From an optimization exercise on the open Yosys and OpenROAD flow, aimed at small area, a short achievable clock period and few clock cycles; shortcuts taken in it are not production practice.
Function was checked by simulation only, so behaviour that the tests miss may differ from the original.
Power figures rest on the tool's default switching activity, not on a simulated workload.

==> flow/design.v <==
module bx8_compress (
    input  wire [31:0] x,
    output wire [14:0] w
);
    wire [7:0]  ex = x[30:23];
    wire [22:0] f  = x[22:0];
    reg [4:0] lz;
    integer i;
    always @* begin
        lz = 5'd23;
        for (i = 0; i < 23; i = i + 1)
            if (f[i]) lz = 5'd22 - i[4:0];
    end
    wire [22:0] fs = f << lz;             
    wire [21:0] fsub = fs[21:0];          
    wire        nrm = (ex != 8'd0);
    wire [8:0]  e9  = nrm ? ({1'b0, ex} + 9'd23)
                    : ((f != 23'd0) ? (9'd23 - {4'd0, lz}) : 9'd0);
    wire [3:0]  fk  = nrm ? f[22:19] : fsub[21:18];
    wire        st  = nrm ? (|f[18:0]) : (|fsub[17:0]);
    assign w = {x[31], e9, fk, st};
endmodule
module bx8_elem_round (
    input  wire [14:0] w,
    input  wire [8:0]  k,
    input  wire [1:0]  fmt,
    output wire [7:0]  code,
    output wire        inexact,
    output wire        underflow,
    output wire        saturate
);
    wire       s    = w[14];
    wire [8:0] e9   = w[13:5];
    wire [3:0] f    = w[4:1];
    wire       st   = w[0];
    wire       zero = (e9 == 9'd0);
    wire       fj4  = (fmt == 2'd1);
    wire       fj8g = (fmt == 2'd3);
    wire [9:0] d  = {1'b0, e9} - {1'b0, k};       
    wire [9:0] nd = {1'b0, k} - {1'b0, e9};       
    wire       tiny = d[9];
    wire [2:0] t  = !tiny ? 3'd0 : ((nd[9:3] != 7'd0) || (nd[2:0] == 3'd7)) ? 3'd6 : nd[2:0];
    reg [4:0] ext;
    reg       sx;
    always @* begin
        if (fj4)       begin ext = {3'b001, f[3:2]};  sx = f[1] | f[0] | st; end
        else if (fj8g) begin ext = {2'b01, f[3:1]};   sx = f[0] | st;        end
        else           begin ext = {1'b1, f};         sx = st;               end
    end
    wire [10:0] sh      = {ext, 6'd0} >> t;
    wire [3:0]  kept    = sh[10:7];
    wire        rnd     = sh[6];
    wire        stk     = sx | (|sh[5:0]);
    wire [4:0]  rounded = {1'b0, kept} + {4'd0, rnd & (stk | kept[0])};
    reg [6:0] bsh;
    reg       big;
    always @* begin
        if (fj4)       begin bsh = {4'd0, d[1:0], 1'b0}; big = (d[8:2] != 7'd0); end
        else if (fj8g) begin bsh = {d[4:0], 2'b0};       big = (d[8:5] != 4'd0); end
        else           begin bsh = {d[3:0], 3'b0};       big = (d[8:4] != 5'd0); end
        if (tiny) begin bsh = 7'd0; big = 1'b0; end
    end
    wire [7:0] cmag = {1'b0, bsh} + {3'd0, rounded};
    wire       sat  = big | (fj4 ? (cmag[7:3] != 5'd0) : cmag[7]);
    wire [6:0] mag  = sat ? (fj4 ? 7'h07 : 7'h7F) : cmag[6:0];
    assign code      = (zero || mag == 7'd0) ? 8'h00
                     : fj4 ? {4'h0, s, mag[2:0]} : {s, mag};
    assign inexact   = !zero & (rnd | stk | sat);
    assign underflow = !zero & tiny & (rnd | stk);
    assign saturate  = !zero & sat;
endmodule
module bx8_choose_scale (
    input  wire [30:0] amax,
    input  wire [1:0]  fmt,
    output wire [7:0]  bx8
);
    wire [7:0]  ex = amax[30:23];
    wire [22:0] f  = amax[22:0];
    reg       gt;
    reg [4:0] ef;
    always @* begin
        case (fmt)
            2'd1:    begin ef = 5'd2;  gt = f[22] & (|f[21:0]); end
            2'd3:    begin ef = 5'd16; gt = (&f[22:21]) & (|f[20:0]); end
            default: begin ef = 5'd8;  gt = (&f[22:20]) & (|f[19:0]); end
        endcase
    end
    wire [8:0] t = {1'b0, ex} + {8'd0, gt} - {4'd0, ef};
    assign bx8 = ((ex == 8'd0) || t[8]) ? 8'h00 : t[7:0];
endmodule
module bx8_quant (
    input  wire        clk,
    input  wire        rst,         
    input  wire        in_valid,
    output wire        in_ready,
    input  wire [31:0] in_data,     
    input  wire [1:0]  in_fmt,      
    input  wire        in_given,    
    input  wire [7:0]  in_scale,    
    output wire        out_valid,
    input  wire        out_ready,
    output wire [7:0]  out_code,    
    output wire [7:0]  out_bx8,     
    output wire        out_last,    
    output wire [3:0]  out_flags    
);
    localparam integer N  = 68;     
    localparam integer RP = 65;     
    localparam integer W  = 15;     
    reg        in_ready_r;
    reg        rin_v;
    reg [31:0] rin_d;
    reg [1:0]  rin_fmt;
    reg        rin_given;
    reg [7:0]  rin_scale;
    assign in_ready = in_ready_r;
    wire fire = in_valid & in_ready_r;
    always @(posedge clk) begin
        rin_d     <= in_data;
        rin_fmt   <= in_fmt;
        rin_given <= in_given;
        rin_scale <= in_scale;
    end
    reg  [W*N-1:0] ring;
    wire [W-1:0]   comp;
    bx8_compress u_comp (.x(rin_d), .w(comp));
    always @(posedge clk)
        ring <= {ring[W*(N-1)-1:0], rin_v ? comp : ring[W*N-1 -: W]};
    wire [W-1:0] rword = ring[W*RP +: W];
    reg [5:0]  widx;               
    reg [30:0] amax;
    reg        nf_l;
    reg [1:0]  fmt_l;
    reg        giv_l;
    reg [7:0]  scl_l;
    reg        sc_v;               
    wire rin_nf = &rin_d[30:23];
    always @(posedge clk) begin
        if (rin_v) begin
            if (widx == 6'd0) begin
                amax  <= rin_d[30:0];
                nf_l  <= rin_nf;
                fmt_l <= rin_fmt;
                giv_l <= rin_given;
                scl_l <= rin_scale;
            end else begin
                if (rin_d[30:0] > amax)
                    amax <= rin_d[30:0];
                nf_l <= nf_l | rin_nf;
            end
        end
    end
    wire [7:0] e_auto;
    bx8_choose_scale u_scale (.amax(amax), .fmt(fmt_l), .bx8(e_auto));
    wire [7:0] e_blk = nf_l ? 8'hFF : giv_l ? scl_l : e_auto;
    reg        pn_v, pn_nf;        
    reg [7:0]  pn_e;
    reg [1:0]  pn_fmt;
    reg        pc_v, pc_nf;        
    reg [7:0]  pc_e;
    reg [1:0]  pc_fmt;
    reg [8:0]  pc_k;
    reg [6:0]  rdist;              
    reg [5:0]  ridx;               
    reg [2:0]  facc;               
    reg        ov;
    reg [7:0]  o_code, o_bx8;
    reg        o_last;
    reg [3:0]  o_flags;
    wire rcan    = (rdist == 7'd0) & pc_v;
    wire oload   = ~ov | out_ready;
    wire rd      = rcan & oload;
    wire rd_last = (ridx == 6'd63);
    wire xfer    = pn_v & (~pc_v | (rd & rd_last));
    wire [7:0] el_code;
    wire       el_inx, el_unf, el_sat;
    bx8_elem_round u_round (
        .w(rword), .k(pc_k), .fmt(pc_fmt),
        .code(el_code), .inexact(el_inx), .underflow(el_unf), .saturate(el_sat)
    );
    wire [2:0] el_fl = {el_sat, el_unf, el_inx};
    reg [6:0]  wd;                 
    reg [6:0]  cnt;                
    wire [6:0] cnt_n = cnt + {6'd0, fire} - {6'd0, rd};
    always @(posedge clk) begin
        if (rst) begin
            in_ready_r <= 1'b1;
            rin_v      <= 1'b0;
            wd         <= 7'd0;
            cnt        <= 7'd0;
            widx       <= 6'd0;
            sc_v       <= 1'b0;
            pn_v       <= 1'b0;
            pc_v       <= 1'b0;
            rdist      <= (RP + 2) % N;
            ridx       <= 6'd0;
            facc       <= 3'd0;
            ov         <= 1'b0;
        end else begin
            rin_v      <= fire;
            wd         <= fire ? 7'd0 : (wd == 7'd0) ? N - 1 : wd - 7'd1;
            cnt        <= cnt_n;
            in_ready_r <= (fire | (wd == 7'd1)) & (cnt_n < N);
            if (rin_v)
                widx <= widx + 6'd1;
            sc_v <= rin_v & (widx == 6'd63);
            if (sc_v)
                pn_v <= 1'b1;
            else if (xfer)
                pn_v <= 1'b0;
            if (xfer)
                pc_v <= 1'b1;
            else if (rd & rd_last)
                pc_v <= 1'b0;
            if (!rd)
                rdist <= (rdist == 7'd0) ? N - 1 : rdist - 7'd1;
            if (rd) begin
                ridx <= ridx + 6'd1;
                facc <= rd_last ? 3'd0 : (facc | el_fl);
            end
            if (oload)
                ov <= rcan;
        end
    end
    always @(posedge clk) begin
        if (sc_v) begin
            pn_e   <= e_blk;
            pn_fmt <= fmt_l;
            pn_nf  <= nf_l;
        end
        if (xfer) begin
            pc_e   <= pn_e;
            pc_fmt <= pn_fmt;
            pc_nf  <= pn_nf;
            case (pn_fmt)
                2'd1:    pc_k <= {1'b0, pn_e} + 9'd23;
                2'd3:    pc_k <= {1'b0, pn_e} + 9'd9;
                default: pc_k <= {1'b0, pn_e} + 9'd17;
            endcase
        end
        if (oload) begin
            o_code  <= pc_nf ? ((pc_fmt == 2'd1) ? 8'h00 : 8'h80) : el_code;
            o_bx8   <= pc_e;
            o_last  <= rd_last;
            o_flags <= pc_nf ? 4'b1000 : {1'b0, facc | el_fl};
        end
    end
    assign out_valid = ov;
    assign out_code  = o_code;
    assign out_bx8   = o_bx8;
    assign out_last  = o_last;
    assign out_flags = o_flags;
endmodule
==> flow/run.sh <==
#!/bin/bash
# synth_recipe.tcl (not shown) runs the flow's synth.tcl, then flattens the netlist and writes it again
# the make line also repeats each setting of config.mk as NAME=value (left out here)
make -C /OpenROAD-flow-scripts/flow DESIGN_CONFIG=/design/flow/config.mk WORK_HOME=/design/flow/orfs CLKGATE_MAP_FILE= SYNTH_SCRIPT=/design/flow/synth_recipe.tcl finish
==> flow/config.mk <==
export PLATFORM = sky130hd
export DESIGN_NAME = bx8_quant
export DESIGN_NICKNAME = bx8_quant
export VERILOG_FILES = /design/flow/design.v
export SDC_FILE = /design/flow/constraint.sdc
export NUM_CORES = 4
export LEC_CHECK = 0
export CAP_MARGIN = 20
export CORE_MARGIN = 2
export CORE_UTILIZATION = 40
export PLACE_DENSITY = 0.6
export SLEW_MARGIN = 20
==> flow/constraint.sdc <==
create_clock -name core_clock -period 25.0 [get_ports {clk}]
set_input_delay 5.0000 -clock core_clock [delete_from_list [all_inputs] [get_ports {clk}]]
set_output_delay 5.0000 -clock core_clock [all_outputs]
set_load 0.01 [all_outputs]
==> run summary <==
through the flow:
stage	worst slack [ps]	instance area [sq um]	instances
2_1_floorplan	17090	30900	2118
3_3_place_gp	16590	32800	3190
3_5_place_dp	16510	32800	3191
4_1_cts	17230	36500	3391
5_1_grt	16940	36500	3391
6_report	17140	36500	3392
cells in the mapped netlist, types with 4 or more instances:
| cell type | count | area share |
|---|---|---|
| a2111oi_0 | 5 | 0.0014 |
| a211oi_1 | 9 | 0.0022 |
| a21o_1 | 24 | 0.0058 |
| a21oi_1 | 84 | 0.014 |
| a221o_1 | 9 | 0.0029 |
| a22oi_1 | 4 | 0.00097 |
| a31oi_1 | 9 | 0.0018 |
| and2_1 | 10 | 0.0020 |
| and3_1 | 5 | 0.0010 |
| buf_2 | 5 | 0.00081 |
| clkbuf_1 | 27 | 0.0033 |
| dfxtp_1 | 1105 | 0.72 |
| edfxtp_1 | 95 | 0.092 |
| fa_1 | 5 | 0.0032 |
| ha_1 | 85 | 0.034 |
| inv_1 | 95 | 0.012 |
| mux2i_1 | 21 | 0.0068 |
| nand2_1 | 73 | 0.0089 |
| nand2b_1 | 25 | 0.0051 |
| nand3_1 | 20 | 0.0032 |
| nand4_1 | 19 | 0.0038 |
| nor2_1 | 100 | 0.012 |
| nor2b_1 | 19 | 0.0038 |
| nor3_1 | 33 | 0.0053 |
| nor3b_1 | 4 | 0.00097 |
| nor4_1 | 18 | 0.0036 |
| o211ai_1 | 5 | 0.0012 |
| o21a_1 | 18 | 0.0044 |
| o21ai_0 | 39 | 0.0063 |
| o21bai_1 | 10 | 0.0024 |
| o221ai_1 | 7 | 0.0020 |
| o22ai_1 | 10 | 0.0020 |
| or3_1 | 5 | 0.0010 |
| or4_1 | 7 | 0.0017 |
| xnor2_1 | 19 | 0.0054 |
| xor2_1 | 27 | 0.0077 |
registers in the layout (all words and copies together), names as in the netlist, 6 cells and up:
signal,flops
rdist,7
ring,1020
rin_d,32
cnt,7
pc_e,8
wd,7
widx,6
scl_l,8
pn_e,8
rin_scale,8
o_bx8,8
pc_k,9
ridx,6
o_code,8
amax,31
power by group:
part | switching (mW) | internal, mW
logic | 0.0828 | 0.0668
registers | 0.0586 | 2.13
clock network | 0.697 | 0.956
cells by family (layout without fill, tap and decap cells):
kind of cell               Yosys count  in the layout
DFF                               1200           1200
AOI/OAI and AO/OA                  270            270
other                                0              1
buffers and inverters              134            377
and+or+nand+nor                    353            353
muxes                               24             24
adders and majority gates           90             90
xor gates and xnor gates            47             47
per-layer routing:
metal / wire length (um) / up-vias / share of wire
met4: 1450 / 0 / 0.030
met1: 23400 / 7159 / 0.49
met3: 2440 / 107 / 0.051
met2: 20900 / 306 / 0.43
li1: - / 7437 / -
met5: 0 / - / 0
layout make-up:
| class | count | area (sq um) | share of cell area |
|---|---|---|---|
| Antenna cell | 1 | 2.50 | 0.0000685 |
| Clock buffer | 150 | 3040 | 0.0832 |
| Clock inverter | 50 | 688 | 0.0188 |
| Inverter | 100 | 375 | 0.0103 |
| Multi-Input combinational cell | 784 | 5420 | 0.148 |
| Sequential cell | 1200 | 25000 | 0.684 |
| Tap cell | 1030 | 1290 | 0.0353 |
| Timing Repair Buffer | 77 | 751 | 0.0205 |
worst min path at each step:
stage,start,to,slack (ps),cells past startpoint
6_report,ring[43]$_DFF_P_,ring[58]$_DFF_P_,310,0
5_1_grt,ring[130]$_DFF_P_,ring[145]$_DFF_P_,290,0
4_1_cts,ring[233]$_DFF_P_,ring[248]$_DFF_P_,300,0
3_5_place_dp,ring[184]$_DFF_P_,ring[199]$_DFF_P_,310,0
3_3_place_gp,ring[576]$_DFF_P_,ring[591]$_DFF_P_,310,0
2_1_floorplan,ring[990]$_DFF_P_,ring[1005]$_DFF_P_,310,0
==> key figures <==
Synthesis
  • Post-synth EDFFs: 95
  • Syn_nets: 2255
  • Synth Flop Type: dfxtp_1
  • Mapped Avg Cell Area: 14.6 sq um
  • Synth Area in Compound Gates: 0.0584
  • Gate Count Post-Synth: 2118
  • Netlist cell types: 79
  • Largest family of logic cells by synthesized area: compound AO/OA/AOI/OAI gates
  • Synth Area in Adders: 0.0377
  • Post-synthesis xor/xnor area fraction: 0.0136
  • Mux cell area share after synthesis: 0.00790
  • Yosys warning total: 4
  • Post-synth ARST share: 0
  • Simple-gate share of the synthesized area: 0.0574
  • Seq/Total Area, Yosys: 0.808
  • Number of synthesized register bits: 1200
  • Post-synth design cell area: 30900 sq um

GRT
  • Global route total overflow: 0
  • Global-route wire length before repair: 79300 um
  • GR peak layer: met2
  • Vias in the first global route: 15.3k
  • Met3 Track Usage GR: 0.0302
  • GR Util met1: 0.170
  • Gr usage total: 0.125
  • M2 GR Usage: 0.191
  • Pin count of the biggest net entering global routing: 38
  • Initial antenna violation count: 2

STA
  • Shortest period the worst path allows: 7860 ps
  • Period utilization: 0.314
  • Fin. max-slew vios: 0
  • Max_slew headroom: 0.407
  • Max Freq: 127 MHz
  • Actual slew at the worst max-slew pin: 882 ps
  • Setup violators final: 0
  • Fin Hold WS: 307 ps
  • Fin Clk Skew: 26.2 ps
  • Setup TNS: 0 ps
  • RSZ-0062 raised after global routing: false
  • Final-report hold violation count: 0

Routing
  • Routed via count: 15.0k
  • Drt total wl: 48200 um
  • DRC errors left: 0
  • Wire length per cell: 14.2 um
  • Post-DR vias/cell: 4.42
  • ANT nets after route: 0
  • Starting DRT DRC Count: 777
  • Drt first pass iters: 5

Power
  • VDD IR max: 0.0573 mV
  • Pwr/cell area: 109 nW/um^2
  • Overall Power: 3.99 mW
  • Leak: 14.7 nW

Final layout
  • Area Growth Syn to Fin: 18.2%
  • Commonest non-fill, non-tap cell in the layout: dfxtp_1
  • Final core occ: 0.479
  • Filler cell count: 6531
  • Layout cell share with drive strength beyond 1: 0.0894
  • Commonest non-fill, non-tap cells in the layout: dfxtp_1, clkbuf_16, nor2_1
  • Nets: 2406

Floorplanning
  • Row count: 101
  • Die Y: 282 um
  • Core area: 76200 sq um
  • DIE AREA: 79500 sq um
  • Initial cell density of the core: 0.405
  • Ports: 70
  • Die width: 282 um

Critical path
  • CP Max Fanout: 23
  • Max stage delay on crit path: 400 ps
  • Crit path max-delay cell type: fa_1
  • Critical path origin: out_ready
  • Crit path DAT: 8400 ps
  • CP bufs+invs: 6
  • R2R cell count: 22
  • Crit Path Category: primary input to register
  • Worst EP required: 25540 ps
  • Critical path cell sequence: clkdlybuf4s50_1 > nand2b_1 > buf_4 > nand3_1 > clkinv_1 > ha_1 > inv_1 > ha_1 > inv_1 > fa_1 > inv_1 > a21oi_1 > o21bai_1 > a21o_1 > a21oi_1 > xnor2_1 > nor2_1 > a21oi_1
  • Reg-to-reg startpoint: pc_k[0]$_DFFE_PP_
  • Critical path endpoint: in_ready_r$_SDFF_PP1_
  • Crit. path cell count: 18
  • Setup crit end kind: register
  • Crit start category: primary input
  • Reg2reg end: o_flags[0]$_SDFFCE_PP0N_
  • Reg2Reg Setup Slack: 18710 ps
  • CP top delay family: buffers and inverters

CTS
  • Clock Sinks: 1200
  • Clk pin slew, worst setup/hold paths: 70 ps
  • CTS tree: built
  • Clock latency on the worst-skew pair: 670 ps
  • Cts bufs inserted: 106
  • Post_cts resized: 0
  • Clk root buf: clkbuf_16
  • Number of post-CTS setup repair buffers: 0
  • Cts hold-fix bufs: 0
  • Clock Tree Buf Depth: 3
  • CTS H-tree depth: 3

Run status
  • Status: timing/DRC/antenna clean

Worst hold path
  • Min-delay worst type: register to register

Place
  • HPWL Detailed: 30700 um
  • Routability cong.: 0.788
  • Port-buffer cells: 69

Run
  • Number of max-cap violations: 0
Testbench counts, summed over its fixed seeds: cycles 16,928.

[static timing again, ports no longer ideal]
The flow's constraints put no driver on any port. The routed layout listed below was extracted and timed again, unchanged, in two steps.
Step 1: set_driving_cell puts a clkbuf_16 on clk and a buf_2 on each other input, an assumption about the parent block.
Step 2 also shifts input and output timing later by t, the mid clock arrival at the registers, as if the neighbouring blocks saw the same clock.
Three values: no drivers, after step 1, after step 2; two values: the first two.
shift t [ns]: 0.716
slack for setup (ns): 17.139 / 17.177 / 16.462
worst register clock-pin slew, ns: 0.07 / 0.07
After both steps this run still meets setup and hold. The setup slack of this run moves by +0.038 ns with the drivers and by -0.677 ns with both steps.
